Context: an optimization exercise on an open-source flow, tuned for small area, a short achievable clock period and few clock cycles per item. The choices shown serve that exercise and are no tape-out recipe. Function was not checked in any run shown here: the RTL went through the layout flow alone.

## flow/design.v (module list and top-level ports; edited modules follow where they fit)
// module blk_enc: 1345 lines
module blk_enc (
    input  wire         clk,
    input  wire         rst_n,
    input  wire         in_valid,
    output wire         in_ready,
    input  wire [31:0]  in_data,
    input  wire [4:0]   cfg_fmt,
    input  wire [1:0]   cfg_mode,
    input  wire [31:0]  cfg_seed,
    input  wire [31:0]  cfg_idx,
    output wire         out_valid,
    input  wire         out_ready,
    output wire [15:0]  out_head,
    output wire [255:0] out_elems,
    output wire         out_overflow,
    output wire [5:0]   out_lost
);
  // ...
==> flow/flow/run.sh <==
#!/bin/bash
# Standard layout (the standard.sh: standard synthesis, floorplan, place,
# CTS, route), with the port buffers made of sky130_fd_sc_hd__buf_2 cells
# instead of the resizer's default pick.
set -euo pipefail
export BUFFER_PORTS_ARGS="-buffer_cell sky130_fd_sc_hd__buf_2"
bash standard.sh > standard_flow.log 2>&1
==> flow/standard.sh <==
#!/bin/bash
# synth_recipe.tcl (not shown) runs the flow's synth.tcl, then flattens the netlist and writes it again
# the make line also repeats each setting of config.mk as NAME=value (left out here)
make -C /OpenROAD-flow-scripts/flow DESIGN_CONFIG=/design/flow/config.mk WORK_HOME=/design/flow/orfs CLKGATE_MAP_FILE= SYNTH_SCRIPT=/design/flow/synth_recipe.tcl "${@:-finish}"
==> flow/config.mk <==
export PLATFORM = sky130hd
export DESIGN_NAME = blk_enc
export DESIGN_NICKNAME = blk_enc
export VERILOG_FILES = /design/flow/design.v
export SDC_FILE = /design/flow/constraint.sdc
export NUM_CORES = 4
export LEC_CHECK = 0
export CAP_MARGIN = 20
export CORE_MARGIN = 2
export CORE_UTILIZATION = 40
export CTS_CLUSTER_DIAMETER = 100
export CTS_CLUSTER_SIZE = 24
export PLACE_DENSITY = 0.6
export SLEW_MARGIN = 20
==> flow/constraint.sdc <==
create_clock -name core_clock -period 30.0 [get_ports {clk}]
set_input_delay 6.0000 -clock core_clock [delete_from_list [all_inputs] [get_ports {clk}]]
set_output_delay 6.0000 -clock core_clock [all_outputs]
set_load 0.01 [all_outputs]
==> run notes, run 1 <==
max reg flops 1056; Adder-Cell Fraction of Synth Area 0.161; metal3 WL 6.95 mm; Non-clk bufs 445; M3 GR Usage 0.0266; Setup WS post-layout 22.56 ns; drt drc 0; vias in the first global route 37.5k; initial antenna violation count 16; top-area cell type share of the netlist area 0.328; Finish-stage setup viols 0; final hold slack 0.299 ns; Synth Area in XOR/XNOR 0.0349; Period minus WS final 7.44 ns; wire per inst 18.5 microns; clk latency of the worst-skew pair 0.75 ns; port bufs 387; Slew Limit Fails 0; GRT met1 Usage 0.215; most frequent cells in the layout 1112 x dfxtp_1, 652 x edfxtp_1, 523 x inv_1; status complete, no violations; multi-input combinational area share 0.315; Post-Synth Simple-Gate Area 0.0601; Bufs and invs on worst path 1; Compound-Gate Fraction of Synth Area 0.0644; metal2 WL 68.0 mm; Non-clk invs 526; Chip Height 416 microns; Die X 416 microns; Hold Path Depth 0; Resize count post-CTS 0; crit path launch in_ready_r$_SDFF_PN0_; final core occ 0.446
==> run 2, diff against run 1 <==
--- a/flow/design.v
+++ b/flow/design.v
@@ -1049,17 +1049,17 @@
         ring <= {fire ? in_data : slot0, ring[32*NC-1:32]};
     reg  [4:0]  fmt_in, fmt_blk;
     reg  [1:0]  mode_in, mode_blk;
     reg         lf;           
     reg  [4:0]  lj;           
     reg  [9:0]  fmx, bmx;     
     reg         fnz, bnz;     
     reg         r_nan, r_inf;
-    reg  [8:0]  hk [0:3];     
+    reg  [1:0]  hg [0:3];     
     reg  [3:0]  zf;           
     reg  [8:0]  hm;           
     reg         f_any, f_nan, f_inf;
     wire        w_ff  = (slotl[30:23] == 8'hFF);
     wire        w_nan = w_ff && (slotl[22:0] != 23'd0);
     wire        w_inf = w_ff && (slotl[22:0] == 23'd0);
     wire        w_nz  = !w_ff && (slotl[30:0] != 31'd0);
     wire [9:0]  w_key = okeyf(slotl[30:0], f_sigm(fmt_in));
@@ -1069,16 +1069,21 @@
     wire        nbnz  = (!fb && bnz) || w_nz;
     wire        fsel  = w_nz && (ff || !fnz || w_key > fmx);
     wire        bsel  = w_nz && (fb || !bnz || w_key > bmx);
     wire [9:0]  nfmx  = fsel ? w_key : fmx;
     wire [9:0]  nbmx  = bsel ? w_key : bmx;
     wire [8:0]  w_dk  = dkey(w_key);
     wire [8:0]  nfdk  = fsel ? w_dk : dkey(fmx);
     wire [8:0]  nbdk  = bsel ? w_dk : dkey(bmx);
+    wire [8:0]  bdk   = dkey(bmx);
+    wire [8:0]  w_up  = w_dk - bdk;
+    wire [1:0]  g_up  = (!bsel || fb || !bnz) ? 2'd0 : ((w_up > 9'd3) ? 2'd3 : w_up[1:0]);
+    wire [8:0]  f_gap = nbdk - nfdk;
+    wire [1:0]  g_end = (f_gap > 9'd3) ? 2'd3 : f_gap[1:0];
     wire        nnan  = (!fb && r_nan) || w_nan;
     wire        ninf  = (!fb && r_inf) || w_inf;
     always @(posedge clk) begin
         if (w0) begin
             fmt_in  <= cfg_fmt;
             mode_in <= cfg_mode;
         end
         if (lf && lj == 5'd31) begin
@@ -1087,18 +1092,21 @@
         end
         if (lf) begin
             fmx   <= nfmx;
             fnz   <= nfnz;
             bmx   <= nbmx;
             bnz   <= nbnz;
             r_nan <= nnan;
             r_inf <= ninf;
+            for (i = 0; i < 3; i = i + 1)
+                if (i < lj[4:3])
+                    hg[i] <= ({1'b0, hg[i]} + {1'b0, g_up} > 3'd3) ? 2'd3 : hg[i] + g_up;
             if (lj[2:0] == 3'd7) begin
-                hk[lj[4:3]] <= nfdk;
+                hg[lj[4:3]] <= g_end;
                 zf[lj[4:3]] <= !nfnz;
             end
             if (lj == 5'd31) begin
                 hm    <= nbdk;
                 f_any <= nbnz;
                 f_nan <= nnan;
                 f_inf <= ninf;
             end
@@ -1179,27 +1187,27 @@
     reg  [1:0]  c_m3;         
     reg  [1:0]  c_m;
     reg  [1:0]  c_sbit;
     reg  [1:0]  c_mode;
     wire [3:0]  p_emax = f_emax(fmt_blk);
     wire [8:0]  p_lk   = {5'd0, p_emax} + 9'd22;
     wire [8:0]  p_hc   = (hm > p_lk) ? hm : p_lk;           
     wire [7:0]  p_scale = p_hc[7:0] - 8'd22 - {4'd0, p_emax};
+    wire [8:0]  p_lg   = p_lk - hm;
+    wire [1:0]  p_hcd  = (hm >= p_lk) ? 2'd0 : ((p_lg > 9'd3) ? 2'd3 : p_lg[1:0]);
     reg  [1:0]  p_sh [0:3];
-    reg  [8:0]  p_dif;
     always @(*)
         for (i = 0; i < 4; i = i + 1) begin
-            p_dif = p_hc - hk[i];
             if (!f_bead(fmt_blk) || zf[i])
                 p_sh[i] = 2'd0;
-            else if (p_dif > 9'd3)
+            else if ({1'b0, p_hcd} + {1'b0, hg[i]} > 3'd3)
                 p_sh[i] = 2'd3;
             else
-                p_sh[i] = p_dif[1:0];
+                p_sh[i] = p_hcd + hg[i];
         end
     always @(posedge clk)
         if (rd_go && rd_j == 5'd0) begin
             if (f_nan || f_inf) begin
                 c_head <= 16'h00FF;
                 c_ovf  <= f_inf;
                 c_spec <= 1'b1;
             end else if (!f_any) begin
@@ -1216,24 +1224,25 @@
             c_m    <= f_m(fmt_blk);
             c_sbit <= f_sbit(fmt_blk);
             c_mode <= mode_blk;
         end
     reg  [31:0] d1;
     reg  [31:0] g1;
     reg  [1:0]  fac1;
     wire [31:0] hx0 = hpre ^ (hpre >> 16);
+    wire [31:0] hm1 = mul_c1(hx0);
     always @(posedge clk) begin
         if (!rst_n)
             v1 <= 1'b0;
         else if (adv)
             v1 <= rd_go;
         if (adv) begin
             d1   <= slot0;
-            g1   <= mul_c1(hx0);
+            g1   <= hm1 ^ (hm1 >> 13);
             fac1 <= rd_j[4:3];
         end
     end
     wire        a_sign = d1[31];
     wire [7:0]  a_exp  = d1[30:23];
     wire [23:0] a_s    = {(a_exp != 8'd0), d1[22:0]};
     wire [7:0]  a_expc = (a_exp == 8'd0) ? 8'd1 : a_exp;
     wire        a_nz   = (a_s != 24'd0);
@@ -1242,18 +1251,17 @@
     wire [1:0]  a_sh   = c_head[8 + 2*fac1 +: 2];
     wire signed [10:0] a_dd = $signed({2'b00, c_zbm}) - $signed({9'd0, a_sh}) - $signed({3'b000, a_expc});
     wire signed [10:0] a_lm = $signed({6'd0, a_lz}) + $signed({9'd0, c_m3});
     wire signed [10:0] a_mx = (a_dd > a_lm) ? a_dd : a_lm;
     wire [5:0]  a_sa   = (a_mx > 11'sd62) ? 6'd63 : a_mx[5:0];
     wire signed [10:0] a_eb = a_lm - a_dd;
     wire [4:0]  a_ebase = (a_eb < 11'sd0) ? 5'd0 : a_eb[4:0];
     wire        a_rest = a_nz && ({1'b0, a_tz} + 6'd4 < a_sa);
-    wire [31:0] hx1 = g1 ^ (g1 >> 13);
-    wire [31:0] hm2 = mul_c2(hx1);
+    wire [31:0] hm2 = mul_c2(g1);
     reg  [23:0] s2_s;
     reg         s2_sign, s2_rest, s2_nz, s2_spec;
     reg  [5:0]  s2_sa;
     reg  [6:0]  s2_eb;
     reg  [1:0]  s2_mode, s2_sbit;
     reg  [31:0] g2;
     always @(posedge clk) begin
         if (!rst_n)
@@ -1265,24 +1273,25 @@
             s2_sign <= a_sign;
             s2_rest <= a_rest;
             s2_nz   <= a_nz;
             s2_spec <= c_spec;
             s2_sa   <= a_sa;
             s2_eb   <= {2'b00, a_ebase} << c_m;
             s2_mode <= c_mode;
             s2_sbit <= c_sbit;
-            g2      <= hm2 ^ (hm2 >> 16);
+            g2      <= hm2;
         end
     end
     wire [58:0] b_r    = {s2_s, 35'd0} >> s2_sa;
     wire [3:0]  b_q    = b_r[35:32];
     wire [31:0] b_fr   = b_r[31:0];
     wire        b_upn  = b_fr[31] && (s2_rest || b_q[0]);
-    wire        b_ups  = lt32(g2, b_fr);
+    wire [31:0] b_g    = g2 ^ (g2 >> 16);        
+    wire        b_ups  = lt32(b_g, b_fr);
     wire        b_up   = (s2_mode == MODE_RNE) ? b_upn :
                          (s2_mode == MODE_SR)  ? b_ups : 1'b0;
     wire [6:0]  c_mag0 = s2_eb + {3'b000, b_q};
     wire [6:0]  c_mag1 = s2_eb + {3'b000, b_q} + 7'd1;
     reg  [7:0]  c_code0, c_code1;
     always @(*) begin
         c_code0 = 8'd0;
         c_code1 = 8'd0;
==> flow/config.mk (replaced) <==
export PLATFORM = sky130hd
export DESIGN_NAME = blk_enc
export DESIGN_NICKNAME = blk_enc
export VERILOG_FILES = /design/flow/design.v
export SDC_FILE = /design/flow/constraint.sdc
export NUM_CORES = 4
export LEC_CHECK = 0
export CAP_MARGIN = 20
export CORE_MARGIN = 2
export CORE_UTILIZATION = 40
export CTS_CLUSTER_DIAMETER = 100
export CTS_CLUSTER_SIZE = 20
export PLACE_DENSITY = 0.6
export SLEW_MARGIN = 20
==> run 2 against run 1 <==
Register-to-register slack lost 1.2 ns. Worst hold slack better by 0.0038 ns. Via count down 0.48%. First-iteration DRC count down 5.3%. Flip-flop and latch count is 28 lower. Cell count is 0.44% lower. Core utilization grew 0.25 points. Maximum frequency is 8.2% lower. Critical path type is now flop to flop. Highest routed layer is now met5.
==> run notes, run 2 <==
drt drc 0 (unchanged); routability cong. 0.889; flops & latches, synth 1736; status complete, no violations; Resize count post-CTS 0 (unchanged); Bufs and invs on worst path 1 (unchanged); most common cell in the netlist dfxtp_1; Ys Warns 2; setup TNS after final layout 0 ns; Max-slew headroom 0.289; Worst R2R Setup Slack 21.90 ns; Mapped Avg Cell Area 13.5 sq um; Slew @ Worst Pin 1.06 ns; I/O pins 388; vias in the first global route 36.6k (-2.3%); max reg flops 1056 (unchanged); HP Start ring[548]$_DFF_P_; root buffer cell clkbuf_16; startpoint types flop; Crit path largest cell delay 0.46 ns; post-route ant nets 0; largest net degree at the start of global routing 82; r2r startpoint ring[1043]$_DFF_P_; Chip Height 413 microns (-0.64%); synthesized cell area 0.0670 sq mm; wire per inst 18.7 microns (+0.68%); drt first pass iters 7; most common cell after layout, fill and taps aside dfxtp_1; Netlist cell types 91; GRT Max-Usage Layer met2; port bufs 387 (unchanged); CP Capture Type flop; quantity of hold-fixing buffers added after cts 0; FFs w/ async S/R, synth 0; Setup WS post-layout 21.90 ns (-0.660 ns); RR Endpoint hg[1][1]$_DFFE_PP_; Worst Hold Path EP ring[516]$_DFF_P_; post-CTS setup buffers 0; layout cells sized above 1 0.127; Post-synth EDFFs 624; First DRT Iteration DRCs 2376; CTS tree yes; total congestion overflow 0; f_max 124 MHz; Setup WS pre-CTS 21.95 ns; most frequent cells in the layout 1112 x dfxtp_1, 624 x edfxtp_1, 530 x inv_1; list of most frequent post-synthesis cells 1112 x dfxtp_1, 624 x edfxtp_1, 532 x inv_1, 347 x fa_1, 332 x ha_1; Mapped Cells 4977; Total GRT Usage 0.166; top-area cell type share of the netlist area 0.332 (+0.00429); crit path DAT 8.60 ns; Finish-stage setup viols 0 (unchanged); Synth area leader dfxtp_1; initial antenna violation count 10 (-6); Detailed Place HPWL 107 mm; clock-pin transition on the worst setup and hold timing paths 0.09 ns; M3 GR Usage 0.0262 (-0.000317); Most Frequent Cell on Critical Path a21oi_1; Area Overhead vs Synth 11.7%; highest-delay cell along the critical path fa_1; final wirelength 143 mm; clock skew 0.0608 ns; maximum root-to-sink buffer count 3; Hold WC Path Type flop to flop; Core Region 0.167 sq mm; M2 GR Usage 0.267; register area share after synthesis 0.612; Worst EP required 30.50 ns; Layout Nets 6201; Reg2Reg Depth 31; Final period util 0.270; Setup CP Type flop to flop; crit-path leading delay family compound AO/OA/AOI/OAI gates; RSZ-0062 raised after global routing false; clk latency of the worst-skew pair 0.77 ns (+0.02 ns); top cells by area, synth dfxtp_1 33%, edfxtp_1 28%, fa_1 10%, ha_1 6.2%, inv_1 3.0%; Max Cap Violations 0; FP Rows 150; via count 37.0k; Initial Util 0.402; largest register by flop count ring; cts bufs inserted 102; Slew Limit Fails 0 (unchanged); Main synth FF type dfxtp_1; GRT met1 Usage 0.233 (+0.0184); CP max FO 12; H-tree levels 3; Clock Sinks 1736; drt via density 4.82; first-pass GRT wire length 218 mm; Period minus WS final 8.10 ns (+0.660 ns); Die X 413 microns (-0.64%); DIE AREA 0.171 sq mm; final count of hold timing violations 0; Hold Path Depth 0 (unchanged)
[run 2: changes by cell type in the layout (fill, tap and decap cells not counted), moves of 11 or more]
cell,before,now
edfxtp_1,652,624
o21ai_0,134,108
buf_4,58,39
nand2_1,294,310
o211ai_1,8,24
xnor2_1,166,151
clkbuf_16,89,103
clkbuf_1,25,38
mux2_2,84,73
[run 2: logic make-up after synthesis]
group | after synthesis | share of synthesized area
AOI/OAI and AO/OA | 642 | 0.0641
xor gates and xnor gates | 259 | 0.0340
adders and majority gates | 679 | 0.166
buffers and inverters | 627 | 0.0354
DFF | 1736 | 0.612
muxes | 137 | 0.0264
other | 1 | 0.0000559
and+or+nand+nor | 896 | 0.0629
[run 2: metrics by stage]
step	std cells	util	area (sq um)	hold WS (ns)
finish	7677	0.449	74800	0.303
global route	7676	0.449	74800	0.302
CTS	7674	0.448	74800	0.292
detailed placement	7514	0.430	71800	0.312
global placement	7514	0.430	71800	0.310
floorplan	4978	-	67000	0.310
[run 2: cell type report]
class                           instances  area, sq um
Multi-Input combinational cell       2615        23800
Tap cell                             2204         2760
Antenna cell                            2         5.00
Sequential cell                      1736        41000
Clock buffer                          141         2720
Inverter                              533         2010
Timing Repair Buffer                  427         2260
Clock inverter                         19          337
Fill cell                           15000        92000
[run 2: worst register-to-register path, delay by kind of cell (launching register included)]
family	cells	cell delay, ns
compound gates	13	2.40
simple gates	7	2.08
fa+ha+maj	5	1.52
mux	2	0.66
xor+xnor	3	0.50
flops	1	0.43
buf+inv	1	0.25
[run 2: how the worst max path moves through the flow]
stage / from / to / slack (ns) / depth (start not counted)
floorplan: out_ready / elems_r[0]$_DFFE_PP_ / 21.72 / 2
global placement: ring[1029]$_DFF_P_ / hg[0][1]$_DFFE_PP_ / 21.94 / 31
detailed placement: ring[1043]$_DFF_P_ / hg[1][1]$_DFFE_PP_ / 21.95 / 31
CTS: ring[1043]$_DFF_P_ / hg[1][1]$_DFFE_PP_ / 21.91 / 31
global route: ring[1031]$_DFF_P_ / hg[1][1]$_DFFE_PP_ / 21.21 / 31
finish: ring[1043]$_DFF_P_ / hg[1][1]$_DFFE_PP_ / 21.90 / 31
[run 2: layer usage]
metal  up-vias  part of all wire
li1      17700                 -
met4         4             0.022
met1     18300              0.47
met5         -           0.00015
met3       164             0.049
met2       832              0.46

## re-timing with driven ports
Ports are ideal in the flow. The routed layouts listed here were re-timed in OpenROAD.
Step 1: set_driving_cell puts a clkbuf_16 on clk and a buf_2 on each other input, an assumption about the parent block.
Step 2, shift: input delay + t, output delay - t, t = (earliest + latest rising clock arrival at the registers) / 2. This alone moves slack from input paths to output paths.
Slacks: ideal / step 1 / step 2; pairs: ideal / step 1.
run | t, ns | slack for setup (ns) | worst setup path after step 2 | worst slew at a driven data input, ns
run 1 | 0.796 | 22.564 / 22.491 / 22.360 | input to register | 0.17
run 2 | 0.819 | 21.904 / 21.904 / 21.904 | register to register | 0.12
After both steps setup and hold are still met in every run listed. The setup slack of run 1, which loses most, moves by -0.073 ns with the drivers and by -0.204 ns with both steps.
